This design comes from an exercise in tuning for small area, a short achievable clock period and few clock cycles on the open sky130 flow, not from production work.
Function was checked by simulation only, so behaviour that the tests miss may differ from the original.

==> inputs of build 34 <==
## blade_blend
module blade_blend (
    input  wire        clk,
    input  wire        rst,
    input  wire        in_valid,
    output wire        in_ready,
    input  wire [1:0]  in_kind,
    input  wire        in_last,
    input  wire [19:0] in_red,
    input  wire [19:0] in_grn,
    input  wire [19:0] in_blu,
    input  wire [19:0] in_alp,
    input  wire [2:0]  in_op,
    input  wire [19:0] in_gal,
    output reg         out_valid,
    output wire [19:0] out_red,
    output wire [19:0] out_grn,
    output wire [19:0] out_blu,
    output wire [1:0]  out_cls
);
    localparam [19:0] U1   = 20'h80000;
    localparam [19:0] MAXV = 20'hFFFFF;
    localparam [18:0] HALF = 19'h40000;
    localparam [2:0] OP_OVER = 3'd0, OP_ADD = 3'd1, OP_MUL = 3'd2, OP_SCREEN = 3'd3,
                     OP_MIN  = 3'd4, OP_MAX = 3'd5, OP_ERASE = 3'd6;
    reg        pend;           
    reg        scaled;         
    reg        prepped;        
    reg        pre_b;          
    reg [2:0]  s_op;
    reg [1:0]  s_kind;
    reg        s_last;
  ...
export LEC_CHECK = 0
export ABC_AREA = 1
export CAP_MARGIN = 20
export CORE_MARGIN = 2
export CORE_UTILIZATION = 40
export PLACE_DENSITY = 0.6
export SLEW_MARGIN = 20
create_clock -name core_clock -period 26.0 [get_ports {clk}]
standard.sh (not shown) runs the stock make flow with config.mk's settings and CLKGATE_MAP_FILE= SYNTH_SCRIPT=/design/flow/synth_recipe.tcl, a recipe that flattens the netlist after the stock synthesis.
==> flow/flow/run.sh <==
#!/bin/bash
# The standard layout (standard.sh: the standard flow's own ORFS flow, standard synthesis
# unchanged), with repair_timing aiming at a setup slack margin well above 0
# so that the layout is optimised for a short achieved period (clock period
# less setup slack). The clock, the I/O delays and the SDC are unchanged.
# Each ORFS step writes its full log under orfs/logs/; make's output goes to
# make_finish.log in this folder.
set -euo pipefail
MARGIN=19
bash standard.sh SETUP_SLACK_MARGIN=$MARGIN finish > make_finish.log 2>&1
==> trial 83 (differences from build 34) <==
--- a/flow/design.v
+++ b/flow/design.v
@@ -22,25 +22,23 @@
     localparam [18:0] HALF = 19'h40000;
     localparam [2:0] OP_OVER = 3'd0, OP_ADD = 3'd1, OP_MUL = 3'd2, OP_SCREEN = 3'd3,
                      OP_MIN  = 3'd4, OP_MAX = 3'd5, OP_ERASE = 3'd6;
     reg        pend;           
     reg        scaled;         
     reg        prepped;        
-    reg        pre_b;          
     reg [2:0]  s_op;
     reg [1:0]  s_kind;
     reg        s_last;
     reg [19:0] s_c [0:2];      
     reg [18:0] x_c [0:2];      
     reg [19:0] s_a;            
     reg [21:0] b_c [0:2];      
     reg [19:0] b_a;            
     reg [19:0] d_c [0:2];      
     reg [19:0] d_a;            
     reg        f_supplied, f_safety, f_sealed;
-    reg        da_full;        
     reg        r_scale, r_prep, r_blend;
     reg        r_zs, r_zs_a;   
     reg        r_ready;        
     wire load = ~pend | r_blend;
     assign in_ready = r_ready;
     wire op_minmx = (s_op == OP_MIN) | (s_op == OP_MAX);
@@ -94,25 +92,31 @@
     wire [2:0]  l_op  = l_bgs ? OP_OVER : in_op;
     wire        l_z   = ~l_bgs & l_g0;            
     wire [19:0] l_a   = l_bgs ? U1 : l_z ? 20'd0 : in_alp;
     wire [19:0] l_r   = l_z ? 20'd0 : in_red;
     wire [19:0] l_gr  = l_z ? 20'd0 : in_grn;
     wire [19:0] l_bl  = l_z ? 20'd0 : in_blu;
-    function [21:0] blend_m;
-        input [2:0]  op;
-        input [19:0] c;
-        input [19:0] sa;
-        begin
-            case (op)
-                OP_ADD:    blend_m = 22'h380000;                            
-                OP_SCREEN: blend_m = m1(c);
-                OP_MUL:    blend_m = {2'd0, sa} - {2'd0, c} - 22'h80000;
-                default:   blend_m = m1(sa);
-            endcase
-        end
-    endfunction
+    wire        k_g0  = ~l_bgs & l_g0;
+    wire        k_g1  = ~l_bgs & l_g1;
+    wire        k_sc  = ~l_sc;                           
+    wire        s_add = k_g1 & (in_op == OP_ADD);
+    wire        s_scr = k_g1 & (in_op == OP_SCREEN);
+    wire        s_def = k_g1 & ~(in_op == OP_ADD) & ~(in_op == OP_SCREEN);
+    wire        s_m1  = k_g0 | s_add;                    
+    wire [21:0] lb_c0 = ({22{s_m1}} & 22'h380000) | ({22{s_scr}} & m1(in_red)) |
+                        ({22{s_def}} & m1(in_alp)) |
+                        ({22{k_sc}} & {2'd0, in_gal});
+    wire [21:0] lb_c1 = ({22{s_m1}} & 22'h380000) | ({22{s_scr}} & m1(in_grn)) |
+                        ({22{s_def}} & m1(in_alp)) |
+                        ({22{k_sc}} & {2'd0, in_gal});
+    wire [21:0] lb_c2 = ({22{s_m1}} & 22'h380000) | ({22{s_scr}} & m1(in_blu)) |
+                        ({22{s_def}} & m1(in_alp)) |
+                        ({22{k_sc}} & {2'd0, in_gal});
+    wire [19:0] lb_a  = ({20{s_m1}} & 20'h80000) |
+                        ({20{s_scr | s_def}} & {~in_alp[19], in_alp[18:0]}) |
+                        ({20{k_sc}} & in_gal);
     function [21:0] scaled_m;
         input [2:0]  op;
         input [19:0] c;
         input [19:0] sa;
         begin
             case (op)
@@ -122,33 +126,28 @@
             endcase
         end
     endfunction
     wire       n_pend    = ~rst & (load ? in_valid : pend);
     wire       n_scaled  = load ? l_sc : (scaled | r_scale);
     wire       n_prepped = ~load & (prepped | r_prep);
-    wire       n_pre_b   = load ? (l_sc & ~l_bgs) : pre_b;
     wire [2:0] n_op      = load ? l_op : s_op;
-    wire       n_da_full = ~r_blend ? da_full :
-                           op_minmx ? (sel_a ? (s_a == U1) : da_full) : a_top;
     wire n_mul      = (n_op == OP_MUL);
-    wire n_need     = n_mul & ~n_prepped & ~(n_da_full & n_pre_b);
+    wire n_need     = n_mul & ~n_prepped;
     wire n_st_scale = n_pend & ~n_scaled;
     wire n_st_prep  = n_pend & n_scaled & n_need;
     wire n_st_blend = n_pend & n_scaled & ~n_need;
     assign out_red = d_c[0];
     assign out_grn = d_c[1];
     assign out_blu = d_c[2];
     assign out_cls = f_sealed ? 2'd2 : f_safety ? 2'd1 : f_supplied ? 2'd0 : 2'd3;
     wire sa_nz = (s_a != 20'd0);
     always @(posedge clk) begin
         pend      <= n_pend;
         scaled    <= n_scaled;
         prepped   <= n_prepped;
-        pre_b     <= n_pre_b;
         s_op      <= n_op;
-        da_full   <= n_da_full;
         r_scale   <= n_st_scale;
         r_prep    <= n_st_prep;
         r_blend   <= n_st_blend;
         r_ready   <= ~n_pend | n_st_blend;
         r_zs      <= n_st_blend & (n_op != OP_ERASE) & (n_op != 3'd7) &
                      ~(n_mul & ~n_prepped);
@@ -188,33 +187,16 @@
             x_c[1]  <= HALF;
             x_c[2]  <= HALF;
             s_c[0]  <= l_r;
             s_c[1]  <= l_gr;
             s_c[2]  <= l_bl;
             s_a     <= l_a;
-            if (l_bgs) begin
-                b_c[0] <= 22'd0;
-                b_c[1] <= 22'd0;
-                b_c[2] <= 22'd0;
-                b_a    <= 20'd0;
-            end else if (l_g0) begin
-                b_c[0] <= 22'h380000;
-                b_c[1] <= 22'h380000;
-                b_c[2] <= 22'h380000;
-                b_a    <= 20'h80000;
-            end else if (l_g1) begin
-                b_c[0] <= blend_m(in_op, in_red, in_alp);
-                b_c[1] <= blend_m(in_op, in_grn, in_alp);
-                b_c[2] <= blend_m(in_op, in_blu, in_alp);
-                b_a    <= (in_op == OP_ADD) ? 20'h80000 : {~in_alp[19], in_alp[18:0]};
-            end else begin
-                b_c[0] <= {2'd0, in_gal};
-                b_c[1] <= {2'd0, in_gal};
-                b_c[2] <= {2'd0, in_gal};
-                b_a    <= in_gal;
-            end
+            b_c[0] <= lb_c0;
+            b_c[1] <= lb_c1;
+            b_c[2] <= lb_c2;
+            b_a    <= lb_a;
         end else if (r_scale) begin
             s_c[0] <= r_c0;
             s_c[1] <= r_c1;
             s_c[2] <= r_c2;
             s_a    <= r_a;
             b_c[0] <= scaled_m(s_op, r_c0, r_a);
==> flow/flow/run.sh (replaced) <==
#!/bin/bash
# The standard layout (standard.sh: the standard flow's own ORFS flow, standard synthesis
# unchanged), with repair_timing aiming at a setup slack margin well above 0
# so that the layout is optimised for a short achieved period (clock period
# less setup slack). The clock, the I/O delays and the SDC are unchanged.
# The margin is higher up to clock tree synthesis than after global routing,
# where a high margin mostly grows the area. Each ORFS step writes its full
# log under orfs/logs/; make's output goes to make_*.log in this folder.
set -euo pipefail
bash standard.sh SETUP_SLACK_MARGIN=18.5 cts > make_cts.log 2>&1
bash standard.sh SETUP_SLACK_MARGIN=17 finish > make_finish.log 2>&1
--- a/flow/config.mk
+++ b/flow/config.mk
@@ -5,9 +5,9 @@
 export SDC_FILE = /design/flow/constraint.sdc
 export NUM_CORES = 4
 export LEC_CHECK = 0
 export ABC_AREA = 1
 export CAP_MARGIN = 20
 export CORE_MARGIN = 2
-export CORE_UTILIZATION = 40
-export PLACE_DENSITY = 0.6
+export CORE_UTILIZATION = 55
+export PLACE_DENSITY = 0.7
 export SLEW_MARGIN = 20
==> build 56 (differences from build 34) <==
--- a/flow/design.v
+++ b/flow/design.v
@@ -22,25 +22,23 @@
     localparam [18:0] HALF = 19'h40000;
     localparam [2:0] OP_OVER = 3'd0, OP_ADD = 3'd1, OP_MUL = 3'd2, OP_SCREEN = 3'd3,
                      OP_MIN  = 3'd4, OP_MAX = 3'd5, OP_ERASE = 3'd6;
     reg        pend;           
     reg        scaled;         
     reg        prepped;        
-    reg        pre_b;          
     reg [2:0]  s_op;
     reg [1:0]  s_kind;
     reg        s_last;
     reg [19:0] s_c [0:2];      
     reg [18:0] x_c [0:2];      
     reg [19:0] s_a;            
     reg [21:0] b_c [0:2];      
     reg [19:0] b_a;            
     reg [19:0] d_c [0:2];      
     reg [19:0] d_a;            
     reg        f_supplied, f_safety, f_sealed;
-    reg        da_full;        
     reg        r_scale, r_prep, r_blend;
     reg        r_zs, r_zs_a;   
     reg        r_ready;        
     wire load = ~pend | r_blend;
     assign in_ready = r_ready;
     wire op_minmx = (s_op == OP_MIN) | (s_op == OP_MAX);
@@ -94,25 +92,31 @@
     wire [2:0]  l_op  = l_bgs ? OP_OVER : in_op;
     wire        l_z   = ~l_bgs & l_g0;            
     wire [19:0] l_a   = l_bgs ? U1 : l_z ? 20'd0 : in_alp;
     wire [19:0] l_r   = l_z ? 20'd0 : in_red;
     wire [19:0] l_gr  = l_z ? 20'd0 : in_grn;
     wire [19:0] l_bl  = l_z ? 20'd0 : in_blu;
-    function [21:0] blend_m;
-        input [2:0]  op;
-        input [19:0] c;
-        input [19:0] sa;
-        begin
-            case (op)
-                OP_ADD:    blend_m = 22'h380000;                            
-                OP_SCREEN: blend_m = m1(c);
-                OP_MUL:    blend_m = {2'd0, sa} - {2'd0, c} - 22'h80000;
-                default:   blend_m = m1(sa);
-            endcase
-        end
-    endfunction
+    wire        k_g0  = ~l_bgs & l_g0;
+    wire        k_g1  = ~l_bgs & l_g1;
+    wire        k_sc  = ~l_sc;                           
+    wire        s_add = k_g1 & (in_op == OP_ADD);
+    wire        s_scr = k_g1 & (in_op == OP_SCREEN);
+    wire        s_def = k_g1 & ~(in_op == OP_ADD) & ~(in_op == OP_SCREEN);
+    wire        s_m1  = k_g0 | s_add;                    
+    wire [21:0] lb_c0 = ({22{s_m1}} & 22'h380000) | ({22{s_scr}} & m1(in_red)) |
+                        ({22{s_def}} & m1(in_alp)) |
+                        ({22{k_sc}} & {2'd0, in_gal});
+    wire [21:0] lb_c1 = ({22{s_m1}} & 22'h380000) | ({22{s_scr}} & m1(in_grn)) |
+                        ({22{s_def}} & m1(in_alp)) |
+                        ({22{k_sc}} & {2'd0, in_gal});
+    wire [21:0] lb_c2 = ({22{s_m1}} & 22'h380000) | ({22{s_scr}} & m1(in_blu)) |
+                        ({22{s_def}} & m1(in_alp)) |
+                        ({22{k_sc}} & {2'd0, in_gal});
+    wire [19:0] lb_a  = ({20{s_m1}} & 20'h80000) |
+                        ({20{s_scr | s_def}} & {~in_alp[19], in_alp[18:0]}) |
+                        ({20{k_sc}} & in_gal);
     function [21:0] scaled_m;
         input [2:0]  op;
         input [19:0] c;
         input [19:0] sa;
         begin
             case (op)
@@ -122,33 +126,28 @@
             endcase
         end
     endfunction
     wire       n_pend    = ~rst & (load ? in_valid : pend);
     wire       n_scaled  = load ? l_sc : (scaled | r_scale);
     wire       n_prepped = ~load & (prepped | r_prep);
-    wire       n_pre_b   = load ? (l_sc & ~l_bgs) : pre_b;
     wire [2:0] n_op      = load ? l_op : s_op;
-    wire       n_da_full = ~r_blend ? da_full :
-                           op_minmx ? (sel_a ? (s_a == U1) : da_full) : a_top;
     wire n_mul      = (n_op == OP_MUL);
-    wire n_need     = n_mul & ~n_prepped & ~(n_da_full & n_pre_b);
+    wire n_need     = n_mul & ~n_prepped;
     wire n_st_scale = n_pend & ~n_scaled;
     wire n_st_prep  = n_pend & n_scaled & n_need;
     wire n_st_blend = n_pend & n_scaled & ~n_need;
     assign out_red = d_c[0];
     assign out_grn = d_c[1];
     assign out_blu = d_c[2];
     assign out_cls = f_sealed ? 2'd2 : f_safety ? 2'd1 : f_supplied ? 2'd0 : 2'd3;
     wire sa_nz = (s_a != 20'd0);
     always @(posedge clk) begin
         pend      <= n_pend;
         scaled    <= n_scaled;
         prepped   <= n_prepped;
-        pre_b     <= n_pre_b;
         s_op      <= n_op;
-        da_full   <= n_da_full;
         r_scale   <= n_st_scale;
         r_prep    <= n_st_prep;
         r_blend   <= n_st_blend;
         r_ready   <= ~n_pend | n_st_blend;
         r_zs      <= n_st_blend & (n_op != OP_ERASE) & (n_op != 3'd7) &
                      ~(n_mul & ~n_prepped);
@@ -188,33 +187,16 @@
             x_c[1]  <= HALF;
             x_c[2]  <= HALF;
             s_c[0]  <= l_r;
             s_c[1]  <= l_gr;
             s_c[2]  <= l_bl;
             s_a     <= l_a;
-            if (l_bgs) begin
-                b_c[0] <= 22'd0;
-                b_c[1] <= 22'd0;
-                b_c[2] <= 22'd0;
-                b_a    <= 20'd0;
-            end else if (l_g0) begin
-                b_c[0] <= 22'h380000;
-                b_c[1] <= 22'h380000;
-                b_c[2] <= 22'h380000;
-                b_a    <= 20'h80000;
-            end else if (l_g1) begin
-                b_c[0] <= blend_m(in_op, in_red, in_alp);
-                b_c[1] <= blend_m(in_op, in_grn, in_alp);
-                b_c[2] <= blend_m(in_op, in_blu, in_alp);
-                b_a    <= (in_op == OP_ADD) ? 20'h80000 : {~in_alp[19], in_alp[18:0]};
-            end else begin
-                b_c[0] <= {2'd0, in_gal};
-                b_c[1] <= {2'd0, in_gal};
-                b_c[2] <= {2'd0, in_gal};
-                b_a    <= in_gal;
-            end
+            b_c[0] <= lb_c0;
+            b_c[1] <= lb_c1;
+            b_c[2] <= lb_c2;
+            b_a    <= lb_a;
         end else if (r_scale) begin
             s_c[0] <= r_c0;
             s_c[1] <= r_c1;
             s_c[2] <= r_c2;
             s_a    <= r_a;
             b_c[0] <= scaled_m(s_op, r_c0, r_a);
==> flow/flow/run.sh (replaced) <==
#!/bin/bash
# The standard layout (standard.sh: the standard flow's own ORFS flow, standard synthesis
# unchanged), with repair_timing aiming at a setup slack margin well above 0
# so that the layout is optimised for a short achieved period (clock period
# less setup slack). The clock, the I/O delays and the SDC are unchanged.
# The margin is higher up to clock tree synthesis than after global routing,
# where a high margin mostly grows the area. Each ORFS step writes its full
# log under orfs/logs/; make's output goes to make_*.log in this folder.
set -euo pipefail
bash standard.sh SETUP_SLACK_MARGIN=17.5 cts > make_cts.log 2>&1
bash standard.sh SETUP_SLACK_MARGIN=17 finish > make_finish.log 2>&1
==> comparison <==
Trial 83 finished clean. Build 56 went through all stages and came out clean. Build 34 finished with timing, DRC and antenna clean. Of build 34 and trial 83, build 34 has the higher register-to-register slack (gap 0.91 ns). In trial 83 the worst hold slack is better than in build 56, by 0.028 ns. Of build 34 and trial 83, trial 83 has the higher clock-buffer cell count (gap 2). The lowest via count belongs to build 56, the highest to build 34. Synthesized area: build 34 is larger than build 56 (5.9%).
==> figures <==
	build 56	trial 83	build 34
Run status	complete, no violations	complete, no violations	complete, no violations
Met2 Routed Length	141 mm	130 mm	162 mm
Fill cells	18.4k	12.2k	18.1k
Peak per-stage delay on the critical path	0.97 ns	0.70 ns	0.44 ns
Area fraction in compound gates after synthesis	16.9%	16.9%	17.6%
Height of the die	428 um	365 um	440 um
Effective utilization at floorplan	40.2%	55.4%	40.1%
Clock-cell share of area	1.91%	2.01%	1.71%
Number of violations reported at the end of detailed-routing iteration 0	8251	9883	11.4k
Detail-routed net length per standard cell	27.6 um	28.1 um	29.1 um
R2r setup slk	17.34 ns	17.95 ns	18.86 ns
Testbench counts of build 34, summed over its fixed seeds: cycles 47,627.
Testbench counts of trial 83, summed over its fixed seeds: cycles 48,888.
Testbench counts of build 56, summed over its fixed seeds: cycles 48,888.

[port drivers added, routing unchanged]
The results above use ideal ports. As a check the final layouts listed here were re-extracted and re-timed, cells and wires unchanged. Step 1 sets driving cells, clkbuf_16 on the clock port and buf_2 on the other inputs (assumed; they add their load-dependent delay and slew). Step 2 also shifts input and output timing later by t, the mid clock arrival at the registers, as if the neighbouring blocks saw the same clock. Slacks: no drivers / after step 1 / after step 2; pairs: no drivers / after step 1.
run | shift t [ns] | setup slack, ns | hold WS [ns] | clock arrival spread, ns
build 34 | 0.740 | 18.852 / 18.862 / 18.167 | 0.466 / 0.466 / 0.466 | 0.099 / 0.099
trial 83 | 0.704 | 17.954 / 17.954 / 17.485 | 0.491 / 0.491 / 0.491 | 0.034 / 0.033
build 56 | 0.730 | 17.327 / 17.340 / 16.657 | 0.463 / 0.463 / 0.463 | 0.025 / 0.025
After both steps every run listed still meets setup and hold. The setup slack of build 34, which loses most, moves by +0.010 ns with the drivers and by -0.685 ns with both steps.
